This design comes from an exercise in tuning for small area, a short achievable clock period and few clock cycles on the open sky130 flow, not from production work. No run shown here included a check of the RTL's function; only the layout flow was run. Power is estimated from default activity; no workload was simulated.

### flow/design.v
module hyb_encoder (
    input  wire        clk,
    input  wire        rst,
    input  wire [19:0] cfg_knee0,        
    input  wire [19:0] cfg_knee1,        
    input  wire [19:0] cfg_knee2,        
    input  wire [2:0]  cfg_log2_s,       
    input  wire [25:0] cfg_period_ns,    
    input  wire [4:0]  cfg_width,        
    input  wire        cfg_dither_en,    
    input  wire        cfg_colour_rot,   
    input  wire [1:0]  cfg_fc,           
    input  wire        in_valid,
    output wire        in_ready,
    input  wire [19:0] in_p,
    input  wire [3:0]  in_trim,          
    input  wire [1:0]  in_colour,
    input  wire        in_x0,            
    input  wire        in_y0,            
    output reg         out_valid,
    output reg  [7:0]  out_a,
    output reg  [16:0] out_h,
    output reg  [9:0]  lad_addr,         
    input  wire [19:0] lad_rdata
);
    localparam integer R = 2;            
    localparam [2:0] S_EMPTY = 3'd0,     
                     S_FIRST = 3'd1,     
                     S_P     = 3'd2,     
                     S_N     = 3'd3,     
                     S_F     = 3'd4,     
                     S_DONE  = 3'd5;     
    wire [2:0] k_req = (cfg_log2_s == 3'd7) ? 3'd6 : cfg_log2_s;
    reg  [2:0] k_use;
    integer jx;
    always @(*) begin
        k_use = 3'd0;
        for (jx = 1; jx <= 6; jx = jx + 1)
            if (jx <= k_req && {6'd0, cfg_period_ns} >= (32'd130208 << jx))
                k_use = jx[2:0];
    end
    wire [4:0] width = (cfg_width > 5'd16) ? 5'd16 : cfg_width;
    function [3:0] dval;
        input [1:0] ph;
        reg   [6:0] w;
        begin
            w    = width * ph;
            dval = w[5:2];
        end
    endfunction
    reg [19:0] kc_raw;
    always @(*) begin
        case (in_colour)
            2'd0:    kc_raw = cfg_knee0;
            2'd1:    kc_raw = cfg_knee1;
            default: kc_raw = cfg_knee2;
        endcase
    end
    wire [19:0] kc_in = (kc_raw < 20'h01000) ? 20'h01000 :
                        (kc_raw > 20'h30000) ? 20'h30000 : kc_raw;
    reg [1:0] m_dith;
    always @(*) begin
        case ({in_y0, in_x0})
            2'b00:   m_dith = 2'd0;
            2'b01:   m_dith = 2'd2;
            2'b10:   m_dith = 2'd3;
            default: m_dith = 2'd1;
        endcase
    end
    wire [1:0] cr     = cfg_colour_rot ? in_colour : 2'd0;
    wire [1:0] phi_in = cfg_dither_en ? (m_dith + cfg_fc + cr) : 2'd0;
    reg ph;           
    reg acc_turn;     
    reg div_turn;     
    reg [2:0]  t_st;
    reg [19:0] t_p;
    reg [19:0] t_k;           
    reg [3:0]  t_trim;
    reg [1:0]  t_phi;
    reg [1:0]  t_col;
    reg [7:0]  t_m;           
    reg [2:0]  t_b;
    reg [7:0]  t_j;           
    reg [7:0]  t_nmin;
    reg [7:0]  t_nhi;
    reg [19:0] t_lpa;         
    reg        t_lv;
    reg [2:0]  d_st;
    reg        d_first;
    reg [19:0] d_p;
    reg [19:0] d_k;
    reg [1:0]  d_phi;
    reg [3:0]  d_d;
    reg [1:0]  d_col;
    reg [7:0]  d_m;
    reg [2:0]  d_b;
    reg [7:0]  d_nmin;        
    reg [7:0]  d_nhi0;
    reg [7:0]  d_nmin1;       
    reg [7:0]  d_nhi;
    reg [19:0] d_lpa;
    reg        d_lv;
    reg [3:0]  d_c1;          
    reg [3:0]  d_c2;          
    reg [1:0]  d_c3;          
    reg [1:0]  d_c4;          
    wire [3:0]  t_d      = dval(t_phi);
    wire [7:0]  t_mask   = (8'd1 << t_b) - 8'd1;
    wire [7:0]  t_bit    = 8'd1 << t_b;
    wire [7:0]  t_probe  = t_m | t_mask;
    wire [7:0]  t_above  = t_m | t_bit;            
    wire        t_isp    = (t_st == S_P);
    wire [7:0]  t_nmin1  = t_isp ? ((t_above > t_nmin) ? t_above : t_nmin) : (t_j + 8'd1);
    wire [7:0]  t_nhi0   = t_isp ? ((t_probe < t_nhi) ? t_probe : t_nhi) : t_j;
    wire signed [4:0]  trim_s = {t_trim[3], t_trim};
    wire signed [25:0] tk_mul = trim_s * $signed({1'b0, t_k});
    wire signed [25:0] tk_sh  = tk_mul >>> 5;
    wire        [19:0] t_knee = t_k + tk_sh[19:0];
    wire               t_newk = t_isp && (t_b == 3'd6);
    reg [3:0] c1, c2;
    reg [1:0] c3, c4;
    reg [7:0] nmin_t, nhi_t;
    reg [8:0] pa_t, lo_d, hi_d;
    integer tp_i, tk_i;
    always @(*) begin
        for (tk_i = 0; tk_i < 2; tk_i = tk_i + 1) begin
            nmin_t = tk_i ? t_nmin1 : t_nmin;
            nhi_t  = tk_i ? t_nhi   : t_nhi0;
            lo_d   = {1'b0, nmin_t} + {5'd0, t_d};
            hi_d   = {1'b0, nhi_t} + {5'd0, t_d};
            c3[tk_i] = (lo_d >= 9'd255);
            c4[tk_i] = (nmin_t == nhi_t);
            for (tp_i = 0; tp_i < 2; tp_i = tp_i + 1) begin
                pa_t = {1'b0, t_m | ((t_isp && tp_i) ? 8'd1 : 8'd0)};
                c1[tp_i * 2 + tk_i] = (pa_t == 9'd255) || (hi_d <= pa_t);
                c2[tp_i * 2 + tk_i] = (lo_d > pa_t);
            end
        end
    end
    wire        id       = ph;
    wire        d_isfirst = (d_st == S_FIRST);
    wire [19:0] cmp_p    = d_isfirst ? in_p : d_p;
    wire        ltp      = lad_rdata < cmp_p;
    wire        ltk      = lad_rdata < d_k;
    wire [7:0]  d_bit    = 8'd1 << d_b;
    wire [7:0]  d_mask1  = (8'd1 << d_b) - 8'd1 >> 1;      
    wire [8:0]  d_mid0   = {1'b0, d_nmin}  + {1'b0, d_nhi0};
    wire [8:0]  d_mid1   = {1'b0, d_nmin1} + {1'b0, d_nhi};
    wire [7:0]  d_f0     = d_nmin  + {4'd0, d_d};
    wire [7:0]  d_f1     = d_nmin1 + {4'd0, d_d};
    wire dv_free;
    wire can_hand = (div_turn == id) && dv_free;
    wire claim_ok = in_valid && (acc_turn == id);
    localparam integer NW = 1 + 3 + 8 + 3 + 8 + 8 + 8 + 1 + 1 + 8;
    function [NW-1:0] dstep;
        input tp;
        input tk;
        reg [7:0] m1, pa, nmin1, nhi1, mid, ff;
        reg       lv1, lsel, dec;
        begin
            dstep = {1'b0, S_EMPTY, d_m, d_b, 8'd0, d_nmin, d_nhi, d_lv, 1'b0, 8'd0};
            nmin1 = tk ? d_nmin1 : d_nmin;
            nhi1  = tk ? d_nhi   : d_nhi0;
            mid   = tk ? d_mid1[8:1] : d_mid0[8:1];
            ff    = tk ? d_f1 : d_f0;
            dec   = 1'b0;
            pa    = d_m;
            lv1   = d_lv;
            lsel  = 1'b0;
            case (d_st)
                S_P: begin
                    m1   = tp ? (d_m | d_bit) : d_m;
                    lv1  = d_lv | !tp;
                    lsel = !tp;
                    if (d_b != 3'd0)
                        dstep = {1'b0, S_P, m1, d_b - 3'd1, 8'd0, nmin1, nhi1, lv1, lsel,
                                 m1 | d_mask1};
                    else begin
                        dec = 1'b1;
                        pa  = m1;
                    end
                end
                S_N: dec = 1'b1;
                S_F:    dstep = {1'b1, S_DONE, d_m, d_b, 8'd0, d_nmin, d_nhi, d_lv, 1'b1, 8'd0};
                S_DONE: dstep = {1'b1, S_DONE, d_m, d_b, 8'd0, d_nmin, d_nhi, d_lv, 1'b0, 8'd0};
                default: ;
            endcase
            if (dec) begin
                if (d_c1[{tp, tk}]) begin
                    if (lv1)
                        dstep = {1'b1, S_DONE, pa, d_b, 8'd0, nmin1, nhi1, lv1, lsel, 8'd0};
                    else
                        dstep = {1'b0, S_F, pa, d_b, 8'd0, nmin1, nhi1, lv1, lsel, pa};
                end else if (d_c2[{tp, tk}] && d_c3[tk])
                    dstep = {1'b0, S_F, 8'd255, d_b, 8'd0, nmin1, nhi1, lv1, lsel, 8'd255};
                else if (d_c2[{tp, tk}] && d_c4[tk])
                    dstep = {1'b0, S_F, ff, d_b, 8'd0, nmin1, nhi1, lv1, lsel, ff};
                else
                    dstep = {1'b0, S_N, pa, d_b, mid, nmin1, nhi1, lv1, lsel, mid};
            end
        end
    endfunction
    wire [NW-1:0] nx00 = dstep(1'b0, 1'b0);
    wire [NW-1:0] nx01 = dstep(1'b0, 1'b1);
    wire [NW-1:0] nx10 = dstep(1'b1, 1'b0);
    wire [NW-1:0] nx11 = dstep(1'b1, 1'b1);
    wire [NW-1:0] nx   = ltp ? (ltk ? nx11 : nx10) : (ltk ? nx01 : nx00);
    wire       n_hand = nx[NW-1];
    wire [2:0] n_st   = nx[NW-2 -: 3];
    wire [7:0] n_m    = nx[NW-5 -: 8];
    wire [2:0] n_b    = nx[NW-13 -: 3];
    wire [7:0] n_j    = nx[NW-16 -: 8];
    wire [7:0] n_nmin = nx[NW-24 -: 8];
    wire [7:0] n_nhi  = nx[NW-32 -: 8];
    wire       n_lv   = nx[9];
    wire       n_lsel = nx[8];
    wire [7:0] n_addr = nx[7:0];
    wire [19:0] n_lpa = n_lsel ? lad_rdata : d_lpa;
    wire first_zero = d_isfirst && (in_p == 20'd0);
    wire hand       = first_zero ? 1'b1 : (d_isfirst ? 1'b0 : n_hand);
    wire handoff    = hand && can_hand;
    wire accept     = d_isfirst && in_valid;
    wire claim      = claim_ok && !d_isfirst && ((d_st == S_EMPTY) || handoff);
    assign in_ready = d_first;
    reg          dv_busy;
    reg  [3:0]   dv_cnt;
    reg          dv_init;     
    reg  [19:0]  dv_rem;
    reg  [19:0]  dv_l;
    reg  [19:0]  dv_q;
    reg  [R-1:0] dv_fb;
    reg  [7:0]   dv_a;
    reg  [1:0]   dv_c;
    reg          dv_done;     
    reg  [1:0]   c_o;
    assign dv_free = !dv_busy || (dv_cnt == 4'd1);
    reg [3:0] c_cnt;
    reg [1:0] c_j;
    always @(*) begin
        case (k_use)
            3'd0: begin c_cnt = 4'd7;  c_j = 2'd1; end
            3'd1: begin c_cnt = 4'd8;  c_j = 2'd2; end
            3'd2: begin c_cnt = 4'd8;  c_j = 2'd1; end
            3'd3: begin c_cnt = 4'd9;  c_j = 2'd2; end
            3'd4: begin c_cnt = 4'd9;  c_j = 2'd1; end
            3'd5: begin c_cnt = 4'd10; c_j = 2'd2; end
            default: begin c_cnt = 4'd10; c_j = 2'd1; end
        endcase
    end
    wire [19:0]  h_p    = d_isfirst ? 20'd0 : d_p;
    wire [19:0]  ld_rem = h_p >> c_j;
    wire [R-1:0] ld_fb  = h_p[R-1:0] << (R - c_j);
    wire         h_zero = (h_p == 20'd0);
    wire [19:0]  h_l    = h_zero ? 20'hFFFFF : n_lpa;
    wire [7:0]   h_a    = h_zero ? 8'd0 : n_m;
    wire [1:0]   h_phi  = d_isfirst ? 2'd0 : d_phi;
    reg [19:0] s_rem;
    reg [19:0] s_q;
    reg [20:0] s_sh;
    reg [21:0] s_sub;
    integer i;
    always @(*) begin
        s_rem = dv_rem;
        s_q   = dv_init ? 20'd0 : dv_q;
        for (i = 0; i < R; i = i + 1) begin
            s_sh  = {s_rem, dv_fb[R-1-i]};
            s_sub = {1'b0, s_sh} - {2'b0, dv_l};
            if (!s_sub[21]) s_rem = s_sub[19:0];
            else            s_rem = s_sh[19:0];
            s_q = {s_q[18:0], !s_sub[21]};
        end
    end
    wire [19:0] h_sum = dv_q + {17'd0, c_o, 1'b1};
    always @(posedge clk) begin
        d_st    <= t_st;
        d_first <= (t_st == S_FIRST);
        d_p     <= t_p;
        d_k     <= t_newk ? t_knee : t_k;
        d_phi   <= t_phi;
        d_d     <= t_d;
        d_col   <= t_col;
        d_m     <= t_m;
        d_b     <= t_b;
        d_nmin  <= t_nmin;
        d_nhi0  <= t_nhi0;
        d_nmin1 <= t_nmin1;
        d_nhi   <= t_nhi;
        d_lpa   <= t_lpa;
        d_lv    <= t_lv;
        d_c1    <= c1;
        d_c2    <= c2;
        d_c3    <= c3;
        d_c4    <= c4;
        t_p    <= d_p;
        t_k    <= d_k;
        t_trim <= in_trim;
        t_phi  <= d_phi;
        t_col  <= d_col;
        t_m    <= n_m;
        t_b    <= n_b;
        t_j    <= n_j;
        t_nmin <= n_nmin;
        t_nhi  <= n_nhi;
        t_lpa  <= n_lpa;
        t_lv   <= n_lv;
        lad_addr <= {d_col, n_addr};
        if (d_isfirst) begin
            t_p    <= in_p;
            t_k    <= kc_in;
            t_phi  <= phi_in;
            t_col  <= in_colour;
            t_m    <= ltp ? 8'd128 : 8'd0;
            t_b    <= 3'd6;
            t_nmin <= 8'd0;
            t_nhi  <= 8'd255;
            t_lpa  <= lad_rdata;
            t_lv   <= !ltp;
            lad_addr <= {in_colour, ltp ? 8'd191 : 8'd63};
        end
        if (d_isfirst)
            t_st <= !in_valid ? S_EMPTY : first_zero ? (handoff ? S_EMPTY : S_DONE) : S_P;
        else if (claim) begin
            t_st     <= S_FIRST;
            lad_addr <= {in_colour, 8'd127};
        end else if (handoff)
            t_st <= S_EMPTY;
        else
            t_st <= n_st;
        dv_done <= dv_busy && (dv_cnt == 4'd1);
        if (handoff) begin
            dv_busy <= 1'b1;
            dv_cnt  <= h_zero ? 4'd2 : c_cnt;
            dv_init <= 1'b1;
            dv_rem  <= ld_rem;
            dv_fb   <= ld_fb;
            dv_l    <= h_l;
            dv_a    <= h_a;
            dv_c    <= cfg_dither_en ? h_phi : 2'd2;
        end else if (dv_busy) begin
            dv_cnt  <= dv_cnt - 4'd1;
            if (dv_cnt == 4'd1) dv_busy <= 1'b0;
        end
        if (dv_busy) begin
            dv_init <= handoff;
            dv_rem  <= handoff ? ld_rem : s_rem;
            dv_q    <= s_q;
            dv_fb   <= handoff ? ld_fb : {R{1'b0}};
        end
        if (dv_busy && dv_cnt == 4'd1) begin
            out_a <= dv_a;
            c_o   <= dv_c;
        end
        out_valid <= dv_done;
        out_h     <= h_sum[19:3];
        ph <= ~ph;
        if (accept)  acc_turn <= ~acc_turn;
        if (handoff) div_turn <= ~div_turn;
        if (rst) begin
            t_st      <= S_EMPTY;
            d_st      <= S_EMPTY;
            d_first   <= 1'b0;
            ph        <= 1'b0;
            acc_turn  <= 1'b0;
            div_turn  <= 1'b0;
            dv_busy   <= 1'b0;
            dv_done   <= 1'b0;
            out_valid <= 1'b0;
        end
    end
endmodule
### flow/run.sh
#!/bin/bash
# synth_recipe.tcl (not shown) runs the flow's synth.tcl, then flattens the netlist and writes it again
# the make line also repeats each setting of config.mk as NAME=value (left out here)
make -C /OpenROAD-flow-scripts/flow DESIGN_CONFIG=/design/flow/config.mk WORK_HOME=/design/flow/orfs CLKGATE_MAP_FILE= SYNTH_SCRIPT=/design/flow/synth_recipe.tcl finish
### flow/config.mk
export PLATFORM = sky130hd
export DESIGN_NAME = hyb_encoder
export DESIGN_NICKNAME = hyb_encoder
export VERILOG_FILES = /design/flow/design.v
export SDC_FILE = /design/flow/constraint.sdc
export NUM_CORES = 4
export LEC_CHECK = 0
export CAP_MARGIN = 20
export CORE_MARGIN = 2
export CORE_UTILIZATION = 40
export SLEW_MARGIN = 20
### flow/constraint.sdc
create_clock -name core_clock -period 10.0 [get_ports {clk}]
set_input_delay 2.0000 -clock core_clock [delete_from_list [all_inputs] [get_ports {clk}]]
set_output_delay 2.0000 -clock core_clock [all_outputs]
set_load 0.01 [all_outputs]
==> flow_metrics.tcl, run 1 <==
set metrics [dict create \
    outcome "complete, no violations" \
    power_leakage_nw 12.5 \
    min_period_ns 7.56 \
    core-area_um2 61400 \
    numCtsBuffers 42 \
    skew_ns 0.0259 \
    rrSetupSlack_ns 2.44 \
    start_util 0.402 \
    clock-sinks 355 \
    drc 0 \
    required_ns 10.44 \
    vias 21100 \
    syn_nets 3263 \
    tightest_slew_ns 1.07 \
    ys_seq_area_frac 0.323 \
    hold_viol_final 0 \
    grt_pass1_wl_um 119000 \
    cts_root_buffer "clkbuf_16" \
    yosys.area.top_type_share 0.217 \
    io_buffers 179 \
    final.setup.tns_ns 0 \
    critPathMostFrequentCell "o21ai_0" \
    detailedPlace.worstSlack_ns 2.58 \
    cts_resized 0 \
    ys_types 84 \
    min_to "d_lpa[7]" \
    fin_ws_ns 2.44 \
    drtIter0Drc 1551 \
    crit_path_max_incr_delay_ns 0.73 \
    synthFlopType "dfxtp_1" \
    critPathCaptureType "register" \
    ios 186 \
    arrival_ns 8.00 \
    drive_gt1_frac 0.0592 \
    min_path_cells 0 \
    synth_edf_count 87 \
    crit_fanout 23 \
    routedWlPerCell_um 20.2 \
    slew_viol_final 0 \
    ir_drop_uv 150 \
    grt_overflow 0 \
    clk_path_buf_depth 3 \
    place_hpwl_um 59700 \
    drt-vias-per-instance 5.59 \
    routabilityCongestion 0.963 \
    track_usage 0.237 \
    fillers 5790 \
    wl_um 76200 \
    hold_start "t_lpa[7]" \
    grt_max_degree 60 \
    syn_inst 2816 \
    r2r-end "dv_rem[19]" \
    areaGrowthSynthToFinish_pct 16.6 \
    hp-class "reg -> reg" \
    yosys_warnings 1 \
    yosysTopAreaCell "dfxtp_1" \
    die_h_um 252 \
    rows 91 \
    avgSynthCellArea_um2 8.76 \
    cts_htree_levels 2 \
    fin_crit_sh 0.756 \
    cpMaxStageDelayCell "nor2_1" \
    maxCapViolations 0 \
    clkTransAtPathRegs_ns 0.06 \
    slew_headroom 0.282 \
    cts_tree "yes" \
    first_pass_iters 5 \
    timing.fmax_mhz 132 \
    ctsHoldBuffers 0 \
    fp.dieArea_um2 63700 \
    grt_pass1_vias 21000 \
    critPathKind "reg -> reg" \
    reg2regPathDepth 26 \
    syn_area_um2 24700 \
    setup-violations-final 0 \
    rsz0062_at_grt "false" \
    insertion_delay_ns 0.58 \
    fp.dieW_um 252 \
    ant_nets 0 \
    antenna_found_initial 0 \
    postCtsSetupRepairBufs 0 \
    r2r-start "dv_l[1]" \
    synth.area.top_cells "dfxtp_1 22%, ha_1 13%, edfxtp_1 11%" \
    worstSetupStartpointType "register" \
    powerDensity_nw_per_um2 253 \
    synth-seq-cells 355 \
    nets 3403 \
    async_flop_share 0 \
]
## flip-flops by register name (all words and copies together), names as in the netlist, 10 cells and up
name,flops
dv_rem,20
dv_q,20
t_p,20
d_k,20
d_lpa,20
out_h,17
lad_addr,10
t_lpa,20
d_p,20
t_k,20
dv_l,20
## per-stage QoR
stage | cell area (um2) | hold WS (ns) | utilization | total power [mW] | std cells
detailed placement | 27200 | 0.312 | 0.444 | 5.59 | 3701
CTS | 28800 | 0.320 | 0.469 | 7.29 | 3779
floorplan | 24700 | 0.310 | - | 4.64 | 2816
global placement | 27200 | 0.310 | 0.444 | 5.49 | 3701
global route | 28800 | 0.325 | 0.469 | 7.84 | 3780
finish | 28800 | 0.320 | 0.469 | 7.28 | 3782
## synthesized netlist by cell type, drive strengths merged, types with 54 or more instances
master	number
edfxtp	87
and2	54
nand2	290
dfxtp	268
clkbuf	78
xnor2	107
a21o	61
o21ai	164
ha	249
nand3	85
inv	198
nor2	191
nor2b	66
mux2i	88
a21oi	178
nand2b	54
xor2	54
## final cells by class
cell class / instances / area (um2) / share of cell area
Inverter: 199 / 747 / 0.0260
Clock buffer: 57 / 1230 / 0.0428
Sequential cell: 355 / 7980 / 0.277
Timing Repair Buffer: 206 / 2000 / 0.0694
Tap cell: 790 / 988 / 0.0343
Clock inverter: 21 / 288 / 0.0100
Antenna cell: 2 / 5.00 / 0.000174
Multi-Input combinational cell: 2152 / 15500 / 0.540
## per-layer routing
metal,vias up,part of all wire,global-route usage
li1,10200,-,-
met1,10100,0.45,0.317
met2,700,0.45,0.389
met3,146,0.064,0.0392
met4,0,0.034,0.0784
met5,-,0,0
## cells in the final DEF (no fill, tap or decap), types with 66 or more instances in the layout
cell             synthesis  layout
a21oi_1                178     178
clkdlybuf4s50_1          0     179
dfxtp_1                268     267
edfxtp_1                87      87
ha_1                   249     249
inv_1                  196     196
mux2i_1                 88      88
nand2_1                290     290
nand3_1                 85      85
nor2_1                 191     190
nor2b_1                 66      66
o21ai_0                157     157
xnor2_1                107     107
## critical path, delay by kind of cell (launching register included)
family | cells | cell delay, ns
buffers and inverters | 4 | 0.91
AO/OA/AOI/OAI | 16 | 4.22
AND/OR/NAND/NOR | 4 | 1.31
flip-flops | 1 | 0.42
adder cells (fa/ha/maj) | 2 | 0.54
## where the power goes
part	internal, mW	total, mW	switching (mW)
logic	1.59	3.59	2.00
registers	1.74	2.04	0.291
clock network	1.03	1.66	0.633
## cells by family after synthesis
group,Yosys count,share of synthesized area
fa+ha+maj,298,0.166
simple gates,896,0.175
flops,355,0.323
buf+inv,309,0.0484
compound gates,658,0.170
mux,138,0.0587
xor+xnor,162,0.0581
## worst max path at each step
| stage | slack, ns | from | cells past startpoint | endpoint |
|---|---|---|---|---|
| 6_report | 2.44 | dv_l[1] | 26 | dv_rem[19] |
| 4_1_cts | 2.54 | dv_l[1] | 26 | dv_rem[19] |
| 5_1_grt | 1.90 | dv_l[1] | 26 | dv_rem[19] |
| 3_5_place_dp | 2.58 | dv_l[1] | 26 | dv_rem[1] |
| 3_3_place_gp | 2.74 | dv_l[1] | 26 | dv_rem[1] |
| 2_1_floorplan | 4.12 | t_trim[3] | 27 | d_k[19] |
==> run 2: changes to the inputs <==
--- a/flow/config.mk
+++ b/flow/config.mk
@@ -5,7 +5,9 @@
 export SDC_FILE = /design/flow/constraint.sdc
 export NUM_CORES = 4
 export LEC_CHECK = 0
+export ABC_CLOCK_PERIOD_IN_PS = 3500
 export CAP_MARGIN = 20
 export CORE_MARGIN = 2
 export CORE_UTILIZATION = 40
+export SETUP_SLACK_MARGIN = 5
 export SLEW_MARGIN = 20
==> run 2 against run 1 <==
Compared with the run above:
- clock power down 9.6%
- critical path depth decreased by 1
- core utilization increased by 5.2 points
- non-clock buffer count rose by 170
- first-iteration DRC count is 11% higher
- flip-flop and latch count did not move
- wire length rose by 11%
- worst setup slack better by 2.1 ns
- via count up 5.5%
- area after synthesis unchanged
- synthesized cell count unchanged
- count of clock-buffer cells in the layout decreased by 3
- largest power group unchanged
- highest routed layer is now met5
==> flow_metrics.tcl, run 2 <==
set metrics [dict create \
    arrival_ns 5.94 \
    grt_pass1_wl_um 128000 \
    worstSetupStartpointType "register" \
    first_pass_iters 5 \
    ios 186 \
    hp-class "reg -> reg" \
    core-area_um2 61400 \
    routedWlPerCell_um 21.4 \
    insertion_delay_ns 0.57 \
    hold_viol_final 0 \
    crit_fanout 7 \
    wl_um 84500 \
    fin_crit_sh 0.546 \
    die_h_um 252 \
    layout_commonest_cell "nand2_1" \
    critPathCaptureType "register" \
    hold_ws_ns 0.323 \
    ant_nets 0 \
    clock-sinks 355 \
    path_buf_inv 6 \
    required_ns 10.48 \
    avgSynthCellArea_um2 8.76 \
    syn_nets 3263 \
    antenna_found_initial 2 \
    min_period_ns 5.46 \
    syn_inst 2816 \
    cp_top_family "adder cells" \
    yosys_warnings 1 \
    synthTopCellsByCount "290 x nand2_1, 268 x dfxtp_1, 249 x ha_1" \
    synth.area.top_cells "dfxtp_1 22%, ha_1 13%, edfxtp_1 11%" \
    drt-vias-per-instance 5.65 \
    async_flop_share 0 \
    synthFlopType "dfxtp_1" \
    grt_max_degree 45 \
    powerDensity_nw_per_um2 250 \
    cts_tree "yes" \
    syn_area_um2 24700 \
    rows 91 \
    grt_overflow 0 \
    vias 22300 \
    final.setup.tns_ns 0 \
    n_antenna_cell 0 \
    rsz0062_at_grt "true" \
    nets 3574 \
    numCtsBuffers 41 \
    yosys.area.top_type_share 0.217 \
    drc 0 \
    io_buffers 179 \
    critPathMostFrequentCell "buf_4" \
    track_usage 0.258 \
    crit_path_max_incr_delay_ns 0.54 \
    grt_pass1_vias 22100 \
    maxCapViolations 0 \
    areaGrowthSynthToFinish_pct 29.5 \
    drive_gt1_frac 0.184 \
    yosysMostFrequentCell "nand2_1" \
    critPathKind "reg -> reg" \
    tightest_slew_ns 1.09 \
    place_hpwl_um 60200 \
    routabilityCongestion 0.990 \
    clk_path_buf_depth 3 \
    ir_drop_uv 171 \
    cpMaxStageDelayCell "fa_1" \
    fin_ws_ns 4.54 \
    skew_ns 0.0259 \
    slew_viol_final 0 \
    yosysTopAreaCell "dfxtp_1" \
    final_cell_mix "281 x nand2_1, 254 x dfxtp_1, 207 x ha_1, 181 x inv_1, 177 x nor2_1" \
    ys_types 84 \
    slew_headroom 0.273 \
    setup-violations-final 0 \
    clkTransAtPathRegs_ns 0.07 \
    detailedPlace.worstSlack_ns 3.28 \
    synth_edf_count 87 \
    fp.dieArea_um2 63700 \
    drtIter0Drc 1726 \
    ys_seq_area_frac 0.323 \
    timing.fmax_mhz 183 \
    ctsHoldBuffers 0 \
    outcome "complete, no violations" \
    cts_root_buffer "clkbuf_16" \
    power_leakage_nw 13.7 \
    fp.dieW_um 252 \
    synth-seq-cells 355 \
    cts_htree_levels 2 \
    start_util 0.402 \
]
-- run 2: area by class of cell --
type | count | area, um2
repair inverters | 2 | 23.8
fillers | 5445 | 29400
flip-flops and latches | 355 | 8020
multi-input cells | 2152 | 17200
well taps | 790 | 988
clock inverters | 18 | 191
clock buffers | 54 | 1150
repair buffers | 376 | 3640
inverters | 199 | 792
-- run 2: cell families (layout without fill, tap and decap cells) --
kind of cell / after synthesis / count (layout) / synth area share
muxes: 138 / 138 / 0.0587
AOI/OAI and AO/OA: 658 / 658 / 0.170
and+or+nand+nor: 896 / 896 / 0.175
buffers and inverters: 309 / 649 / 0.0484
DFF: 355 / 355 / 0.323
xor gates and xnor gates: 162 / 162 / 0.0581
adders and majority gates: 298 / 298 / 0.166
-- run 2: final timing paths --
path / slack (ns) / depth (start not counted) / endpoint / start
setup / recovery: 4.54 / 25 / d_k[19] / t_trim[3]
hold / removal: 0.32 / 0 / d_p[1] / t_p[1]
setup reg to reg: 4.54 / 25 / d_k[19] / t_trim[3]
hold reg to reg: 0.32 / 0 / d_p[1] / t_p[1]
-- run 2: timing repair --
item	CTS	global route
pin swaps	129	134
resized for setup	232	158
cloned	10	0
setup endpoints to repair	191	153
setup buffers	113	52
-- run 2: routing by layer --
metal,vias up,share of wire,track usage
met5,-,0.00027,0
met4,4,0.041,0.100
met3,195,0.066,0.0381
met2,820,0.46,0.425
met1,10700,0.43,0.340
li1,10600,-,-
-- run 2: per-stage QoR --
step                      instance area (um2)  instances   util  power [mW]
after detailed placement                27500       3699  0.448        5.72
after floorplan                         25000       2816      -        4.74
after CTS                               30800       3894  0.502        7.61
after global placement                  27500       3699  0.448        5.62
final                                   32000       3946  0.521        7.99
after global routing                    32000       3946  0.521        8.57
-- run 2: where the power goes --
group / total (mW) / switching (mW) / internal (mW)
combinational: 4.44 / 2.36 / 2.08
clock: 1.50 / 0.616 / 0.888
sequential: 2.04 / 0.294 / 1.75
total: 7.99 / 3.27 / 4.72

==> static timing again, ports no longer ideal <==
In the flow no input, the clock included, has a driving cell. The finished layouts below were timed again as built, in two steps. Step 1 sets driving cells, clkbuf_16 on the clock port and buf_2 on the other inputs (assumed; they add their load-dependent delay and slew). Step 2, shift: input delay + t, output delay - t, t = (earliest + latest rising clock arrival at the registers) / 2. This alone moves slack from input paths to output paths. Slacks: ideal ports / drivers / drivers and shift; pairs: ideal ports / drivers.
| run | shift t [ns] | slack for setup (ns) | worst hold slack (ns) |
|---|---|---|---|
| run 1 | 0.623 | 2.440 / 2.440 / 2.440 | 0.320 / 0.320 / 0.320 |
| run 2 | 0.609 | 4.540 / 4.540 / 4.303 | 0.323 / 0.323 / 0.323 |
After both steps setup and hold are still met in every run listed. The setup slack of run 2, which loses most, moves by 0.000 ns with the drivers and by -0.237 ns with both steps.
